What follows belongs to an exercise in optimizing a design on an open flow for small area, a short achievable clock period and few clock cycles; a production flow would make more cautious choices. In this exercise RTL edits were held to simulation tests only and were not proved equivalent to the original. Power figures rest on the tool's default switching activity, not on a simulated workload.

$ cat design/flow/run.sh
#!/bin/bash
# synth_recipe.tcl (not shown) runs the flow's synth.tcl, then flattens the netlist and writes it again
# the make line also repeats each setting of config.mk as NAME=value (left out here)
make -C /OpenROAD-flow-scripts/flow DESIGN_CONFIG=/design/flow/config.mk WORK_HOME=/design/flow/orfs CLKGATE_MAP_FILE= SYNTH_SCRIPT=/design/flow/synth_recipe.tcl finish
$ cat design/flow/config.mk
export PLATFORM = sky130hd
export DESIGN_NAME = kn4_anchor_sum
export DESIGN_NICKNAME = kn4_anchor_sum
export VERILOG_FILES = /design/flow/design.v
export SDC_FILE = /design/flow/constraint.sdc
export NUM_CORES = 4
export LEC_CHECK = 0
export CAP_MARGIN = 20
export CORE_MARGIN = 2
export CORE_UTILIZATION = 40
export PLACE_DENSITY = 0.6
export SLEW_MARGIN = 20
$ cat design/flow/constraint.sdc
create_clock -name core_clock -period 12.0 [get_ports {clk}]
set_input_delay 2.4000 -clock core_clock [delete_from_list [all_inputs] [get_ports {clk}]]
set_output_delay 2.4000 -clock core_clock [all_outputs]
set_load 0.01 [all_outputs]
$ cat design/flow/design.v
module anchor_cvt_in (
    input  wire [31:0] x,         
    input  wire [15:0] rec,       
    output reg  [47:0] q,         
    output reg         nv,        
    output reg         loss       
);
    localparam [47:0] NAN_MARK  = 48'h8000_0000_0000;
    localparam [47:0] NINF_MARK = 48'h8000_0000_0001;
    localparam [47:0] PINF_MARK = 48'h7FFF_FFFF_FFFF;
    wire        sgn  = x[31];
    wire [7:0]  ex   = x[30:23];
    wire [22:0] fr   = x[22:0];
    wire [7:0]  rexp = rec[15:8];
    wire        bad  = rec[7] | (rexp == 8'hFF);      
    wire [7:0]  tcode = (rexp == 8'd0) ? 8'd1 : rexp;
    wire [7:0]  eeff = (ex == 8'd0) ? 8'd1 : ex;
    wire [23:0] sig  = {(ex != 8'd0), fr};
    wire [7:0]  dsh  = tcode - eeff;
    wire [62:0] full = {sig, 39'd0};                   
    wire [8:0]  rsh  = {1'b0, dsh} + 9'd24;            
    wire [62:0] shr  = full >> rsh;
    wire [38:0] m    = shr[38:0];
    wire [62:0] lost_mask = ~({63{1'b1}} << rsh);
    wire        lost = |(full & lost_mask);
    always @* begin
        q    = 48'd0;
        nv   = 1'b0;
        loss = 1'b0;
        if (bad) begin
            q  = NAN_MARK;
            nv = 1'b1;
        end else if (ex == 8'hFF && fr != 23'd0) begin
            q  = NAN_MARK;
            nv = ~fr[22];                               
        end else if (ex == 8'hFF) begin
            q  = sgn ? NINF_MARK : PINF_MARK;
        end else if (ex == 8'd0 && fr == 23'd0) begin
            q  = 48'd0;
        end else if (ex > tcode) begin
            q  = NAN_MARK;                              
            nv = 1'b1;
        end else begin
            q    = sgn ? -{9'd0, m} : {9'd0, m};
            loss = lost;
        end
    end
endmodule
module anchor_cvt_out (
    input  wire [47:0] q,         
    input  wire [15:0] rec,       
    input  wire [2:0]  rnd,       
    output reg  [31:0] y,         
    output reg         nv,
    output reg         of,
    output reg         uf,
    output reg         nx
);
    localparam [47:0] NAN_MARK  = 48'h8000_0000_0000;
    localparam [47:0] NINF_MARK = 48'h8000_0000_0001;
    localparam [47:0] PINF_MARK = 48'h7FFF_FFFF_FFFF;
    localparam [2:0] RNE = 3'd0, RTZ = 3'd1, RU = 3'd2, RD = 3'd3, RNA = 3'd4;
    function round_up;
        input [2:0] mode;
        input       neg, lsb, g, s;
        begin
            case (mode)
                RNE:     round_up = g & (s | lsb);
                RU:      round_up = ~neg & (g | s);
                RD:      round_up = neg & (g | s);
                RNA:     round_up = g;
                default: round_up = 1'b0;
            endcase
        end
    endfunction
    wire [7:0]  rexp  = rec[15:8];
    wire        bad   = rec[7] | (rexp == 8'hFF);
    wire        binv  = rec[5] & rec[4];              
    wire [7:0]  tcode = (rexp == 8'd0) ? 8'd1 : rexp;
    wire        sgn = q[47];
    wire [46:0] mag = sgn ? (~q[46:0] + 47'd1) : q[46:0];
    reg [5:0] p;
    integer i;
    always @* begin
        p = 6'd0;
        for (i = 0; i < 47; i = i + 1)
            if (mag[i]) p = i[5:0];
    end
    wire signed [10:0] ebias = $signed({5'd0, p}) + $signed({3'd0, tcode}) - 11'sd38;
    wire [6:0]  sub_sa = 7'd39 - {1'b0, tcode[5:0]};
    wire [6:0]  sa     = (tcode >= 8'd39) ? {1'b0, p} :
                         (({1'b0, p} > sub_sa) ? {1'b0, p} : sub_sa);
    wire [71:0] wide   = {mag, 25'd0};
    wire [71:0] sh     = wide >> sa;
    wire [23:0] m      = sh[25:2];
    wire        g      = sh[1];
    wire [71:0] lmask  = ~({72{1'b1}} << sa);
    wire        s      = sh[0] | (|(wide & lmask));
    wire        inexact = g | s;
    wire        normal = (ebias >= 11'sd1);
    wire        ovf0   = (ebias >= 11'sd255);
    wire [30:0] base   = normal ? {ebias[7:0], m[22:0]} : {8'd0, m[22:0]};
    wire        up     = round_up(rnd, sgn, m[0], g, s);
    wire [30:0] rsum   = base + {30'd0, up};
    wire        ovf    = ovf0 | (rsum[30:23] == 8'hFF);
    always @* begin
        y  = 32'd0;
        nv = binv;
        of = 1'b0;
        uf = 1'b0;
        nx = 1'b0;
        if (bad) begin
            y  = 32'h7FC0_0000;
            nv = 1'b1;
        end else if (q == NAN_MARK) begin
            y  = 32'h7FC0_0000;
        end else if (q == PINF_MARK) begin
            y  = 32'h7F80_0000;
        end else if (q == NINF_MARK) begin
            y  = 32'hFF80_0000;
        end else if (q == 48'd0) begin
            y  = 32'h0000_0000;
        end else if (ovf) begin
            of = 1'b1;
            nx = 1'b1;
            case (rnd)
                RTZ:     y = {sgn, 31'h7F7F_FFFF};
                RU:      y = sgn ? 32'hFF7F_FFFF : 32'h7F80_0000;
                RD:      y = sgn ? 32'hFF80_0000 : 32'h7F7F_FFFF;
                default: y = {sgn, 31'h7F80_0000};
            endcase
        end else begin
            y  = {sgn, rsum};
            nx = inexact;
        end
    end
endmodule
module kn4_anchor_sum (
    input  wire        clk,
    input  wire        rst,           
    input  wire        in_valid,
    output wire        in_ready,
    input  wire [31:0] in_data,       
    input  wire        in_last,       
    input  wire [15:0] in_rec,        
    input  wire [2:0]  in_rnd,        
    output reg         out_valid,
    input  wire        out_ready,
    output reg  [31:0] out_data,      
    output reg  [3:0]  out_flags,     
    output reg  [8:0]  out_loss,      
    output reg  [47:0] out_sum,       
    output reg  [15:0] out_rec        
);
    localparam [47:0] NAN_MARK  = 48'h8000_0000_0000;
    localparam [47:0] NINF_MARK = 48'h8000_0000_0001;
    localparam [47:0] PINF_MARK = 48'h7FFF_FFFF_FFFF;
    reg        busy;        
    reg        fin;         
    reg [15:0] rec_r;
    reg [2:0]  rnd_r;
    reg [47:0] acc;
    reg        nv_r, nx_r;
    reg [8:0]  loss_r;
    reg [7:0]  cexp_r;      
    reg [2:0]  cflg_r;      
    wire out_free = ~out_valid | out_ready;
    assign in_ready = ~fin & out_free;
    wire take = in_valid & in_ready;
    wire [15:0] rec_c = busy ? rec_r : in_rec;
    wire [47:0] qin;
    wire        qin_nv, qin_loss;
    anchor_cvt_in u_in (
        .x(in_data), .rec(rec_c), .q(qin), .nv(qin_nv), .loss(qin_loss)
    );
    wire [47:0] acc_c = busy ? acc : 48'd0;
    reg  [47:0] aadd;
    always @* begin
        if (acc_c == NAN_MARK || qin == NAN_MARK)
            aadd = NAN_MARK;
        else if ((acc_c == PINF_MARK && qin == NINF_MARK) ||
                 (acc_c == NINF_MARK && qin == PINF_MARK))
            aadd = NAN_MARK;
        else if (acc_c == PINF_MARK || acc_c == NINF_MARK)
            aadd = acc_c;
        else if (qin == PINF_MARK || qin == NINF_MARK)
            aadd = qin;
        else
            aadd = acc_c + qin;
    end
    wire [7:0] x_exp  = in_data[30:23];
    wire       x_nan  = (x_exp == 8'hFF) & (in_data[22:0] != 23'd0);
    wire       x_inf  = (x_exp == 8'hFF) & (in_data[22:0] == 23'd0);
    wire       x_zero = (in_data[30:0] == 31'd0);
    wire [7:0] x_code = (x_nan | x_inf | x_zero) ? 8'd0 :
                        (x_exp == 8'd0) ? 8'd1 : x_exp;
    wire [7:0] cexp_c = busy ? cexp_r : 8'd0;
    wire [2:0] cflg_c = busy ? cflg_r : 3'd0;
    wire [31:0] y;
    wire        y_nv, y_of, y_uf, y_nx;
    anchor_cvt_out u_out (
        .q(acc), .rec(rec_r), .rnd(rnd_r),
        .y(y), .nv(y_nv), .of(y_of), .uf(y_uf), .nx(y_nx)
    );
    always @(posedge clk) begin
        if (rst) begin
            busy      <= 1'b0;
            fin       <= 1'b0;
            out_valid <= 1'b0;
        end else begin
            if (out_valid && out_ready)
                out_valid <= 1'b0;
            if (take) begin
                if (!busy) begin
                    rec_r <= in_rec;
                    rnd_r <= in_rnd;
                end
                acc    <= aadd;
                nv_r   <= (busy & nv_r) | qin_nv;
                nx_r   <= (busy & nx_r) | qin_loss;
                loss_r <= (busy ? loss_r : 9'd0) + {8'd0, qin_loss};
                cexp_r <= (x_code > cexp_c) ? x_code : cexp_c;
                cflg_r <= cflg_c | {x_nan, x_inf & ~in_data[31], x_inf & in_data[31]};
                busy   <= ~in_last;
                fin    <= in_last;
            end
            if (fin && out_free) begin
                fin       <= 1'b0;
                out_valid <= 1'b1;
                out_data  <= y;
                out_flags <= {nv_r | y_nv, y_of, y_uf, nx_r | y_nx};
                out_loss  <= loss_r;
                out_sum   <= acc;
                out_rec   <= {cexp_r, 1'b0, cflg_r, 4'd0};
            end
        end
    end
endmodule
==> flow_summary_export.csv <==
group,metric,value,unit
pwr,p_seq_share,24.2,%
synthesis,synth.most_common_cell,"nand2_1",
synthesis,synth_top_area_share,23.91,%
timing,tns,0,ns
global_route,grt_remaining_overflow,0,
synthesis,ys_ff_latch,190,
finish,stdcell_count,4006,
drt,ant_nets,0,
worst_setup_path,cpMaxStageDelayCell,"fa_2",
placement,port_buffers,155,
synthesis,syn-cell-area,23490,sq um
pwr,powerDensity,119.5,nW/um^2
worst_setup_path,crit_fanout,8,
synthesis,async_flop_share,0,%
synthesis,syn-instance-count,2985,
clock_tree,tritoncts,"done",
global_route,first_global_vias,24296,
floorplan,dieArea,60670,sq um
drt,drt_pre_antenna_iters,6,
pwr,cellLeakagePower,0.01069,uW
synthesis,ys.flop_type,"edfxtp_1",
clock_tree,root_buffer,"clkbuf_16",
timing,layout_min_cycle_time,11.38,ns
synthesis,yosysSeqAreaShare,24.16,%
synthesis,syn_area_per_cell,7.869,sq um
pwr,p_sw,1526,uW
worst_setup_path,end_kind,"flop",
worst_setup_path,r2r_slack,0.71,ns
pwr,p_clk_share,18.4,%
floorplan,die_h,246.3,um
floorplan,start_util,40.55,%
worst_setup_path,crit_arrival,11.57,ns
clock_tree,cts_buffers,17,
synthesis,ys_types,108,
drt,m1WireLength,38710,um
global_route,grt_max_degree,66,
timing,worstMarginPinSlew,1.086,ns
worst_setup_path,worstSetupPathType,"input pin to flop",
floorplan,die_w,246.3,um
synthesis,synthTopCellsByArea,"edfxtp_1 (24%), nand2_1 (5.2%), mux2i_1 (5.0%), ha_1 (5.0%), a21oi_1 (4.5%)",
finish,syn2layout_area_growth,19.19,%
pwr,vdd_drop_max,0.1106,mV
clock_tree,cts.sinks,190,
floorplan,num_rows,88,
drt,wl_met2,46070,um
timing,timing_hold_violations_final,0,
global_route,grt_pass1_wl,145000,um
placement,dp.cells,3971,
drt,top_layer,"met4",
floorplan,coreArea,57920,sq um
job,cap_violations,0,
drt,drt-total-wl,95370,um
synthesis,synth_area_leader_cell,"edfxtp_1",
timing,grt_setup_unrepaired,"true",
timing,skew,0.01484,ns
finish,final_nets,3380,
timing,slew_headroom,27.60,%
floorplan,io_pins,167,
worst_setup_path,cp-start-kind,"input pin",
drt,wl_met3,5142,um
worst_setup_path,max_stage_delay,0.54,ns
timing,finalCritPeriodShare,94.80,%
timing,slew_violations,0,
clock_tree,clk_latency,0.49,ns
worst_setup_path,path_common_cell,"a21oi_1",
run_status,status,"complete, no violations",
clock_tree,clkTransAtPathRegs,0.09,ns
timing,fmax,87.90,MHz
placement,gp_congestion,0.9955,
drt,vias_per_cell,6.310,
finish,design_area,28000,sq um
pwr,comb_power_share,57.3,%
finish,fillCellCount,5822,
global_route,antenna_found_initial,1,
worst_setup_path,worstPathRequired,12.20,ns
global_route,track_usage,30.93,%
placement,placed_area,27290,sq um
pwr,p_int,1818,uW
timing,setup_violations,0,
finish,drive_above_1_share,14.48,%
pwr,switching_share,45.64,%
drt,vias,25279,
placement,place_hpwl,75360,um
drt,drtIter0Drc,2230,
drt,drc,0,
synthesis,synth_enable_flop_cells,187,
worst_hold_path,hold_class,"flop to flop",
clock_tree,cts_buffer_depth,2,
synthesis,netlist_top_cells_count,"nand2_1 (324), nor2_1 (245), a21oi_1 (210)",
synthesis,yosysWarningCount,3,
clock_tree,h-tree-depth,4,
drt,wl_per_cell,23.81,um
[final timing paths]
kind,startpoint,endpoint,cells after the start
setup / recovery,in_rec[11],acc[46],43
hold / removal,cexp_r[0],out_rec[8],0
setup reg to reg,acc[0],out_data[23],45
hold reg to reg,cexp_r[0],out_rec[8],0
[per-stage QoR]
step           util (%)  hold WS, ns  total power, uW  worst slack (ns)
2_1_floorplan         -       0.4181             2003            0.7938
3_3_place_gp      47.12       0.4399             2679            0.2494
3_5_place_dp      47.12       0.4324             2695           0.06930
4_1_cts           48.22       0.4658             3320            0.5851
5_1_grt           48.33       0.4780             3531         -0.008982
6_report          48.34       0.4638             3344            0.6239
[state kept, by name, summed over array words and instances (netlist names), 3 cells and up]
name       cells
acc           48
cflg_r         3
rnd_r          3
out_data      32
out_flags      3
out_rec       11
rec_r         11
cexp_r         8
loss_r         9
out_sum       48
out_loss       9
[worst max-delay path, delay by kind of cell]
| family | cells | cell delay, ns |
|---|---|---|
| compound gates | 18 | 3.35 |
| xor+xnor | 2 | 0.29 |
| fa+ha+maj | 4 | 1.23 |
| buf+inv | 5 | 0.92 |
| mux | 2 | 0.78 |
| simple gates | 12 | 2.59 |
[area by class of cell]
cell class	count	area, sq um	area share (%)
Inverter	82	307.8	1.099
Antenna cell	1	2.502	0.008939
Clock buffer	17	425.4	1.520
Timing Repair Buffer	433	3714	13.26
Sequential cell	190	5677	20.28
Multi-Input combinational cell	2503	16700	59.66
Clock inverter	15	211.5	0.7553
Tap cell	765	957.2	3.419
[repair_timing]
action,CTS,global route
endpoints found under the setup margin,0,26
resized for setup,0,12
hold buffers,0,0
buffers inserted,0,2
endpoints found under the hold margin,0,0
[cells in the final DEF, fill, tap and decap left out, drive strengths merged, types with 104 or more instances in the layout]
master / count
xnor2: 105
o21ai: 195
edfxtp: 187
nor2: 245
a21oi: 215
buf: 278
nand3: 104
nand2: 325
mux2i: 118
clkdlybuf4s50: 155
[logic make-up (layout without fill, tap and decap cells)]
kind of cell             Yosys count  count (layout)  share of synthesized area [%]
AO/OA/AOI/OAI                    925             925                          26.54
multiplexers                     170             170                          8.017
other                              1               7                        0.01597
XOR/XNOR                         159             159                          5.961
AND/OR/NAND/NOR                 1143            1143                          24.56
buffers and inverters            297             547                          5.343
adder cells (fa/ha/maj)          100             100                          5.391
flip-flops                       190             190                          24.16
[routing by layer]
layer	track usage, %	vias up
met5	0	-
met4	16.46	0
met3	3.584	229
met2	52.98	1019
met1	37.97	12251
li1	-	11780
[power by group through the flow]
| stage | Clock, uW | Sequential (uW) | Combinational [uW] |
|---|---|---|---|
| 2_1_floorplan | 0 | 805 | 1200 |
| 3_3_place_gp | 0 | 824 | 1850 |
| 3_5_place_dp | 0 | 825 | 1870 |
| 4_1_cts | 632 | 810 | 1880 |
| 5_1_grt | 657 | 814 | 2060 |
| 6_report | 616 | 811 | 1920 |
Testbench counts, summed over its fixed seeds: cycles 19,350.

re-timing with driven ports:
In the flow no input, the clock included, has a driving cell. The finished layout below was timed again as built, in two steps.
Step 1 (the two cells are an assumption about what drives the block):
set clk [get_ports {clk}]
set_driving_cell -lib_cell sky130_fd_sc_hd__clkbuf_16 $clk
set_driving_cell -lib_cell sky130_fd_sc_hd__buf_2 [delete_from_list [all_inputs] $clk]
Step 2 adds t to the input delays and takes it off the output delays; t is the mean of the earliest and latest rising clock arrival at the registers after step 1. Input paths then give back, and output paths get back, about the clock's delay inside the block.
a / b / c = ideal / step 1 / step 2; a / b = the first two.
t, ns: 0.546
slack for setup (ns): 0.624 / 0.648 / 0.102
cell pins on the clock port's net: 1
After both steps this run still meets setup and hold. For this run, drivers alone change the setup slack by +0.024 ns; drivers and shift together by -0.522 ns.
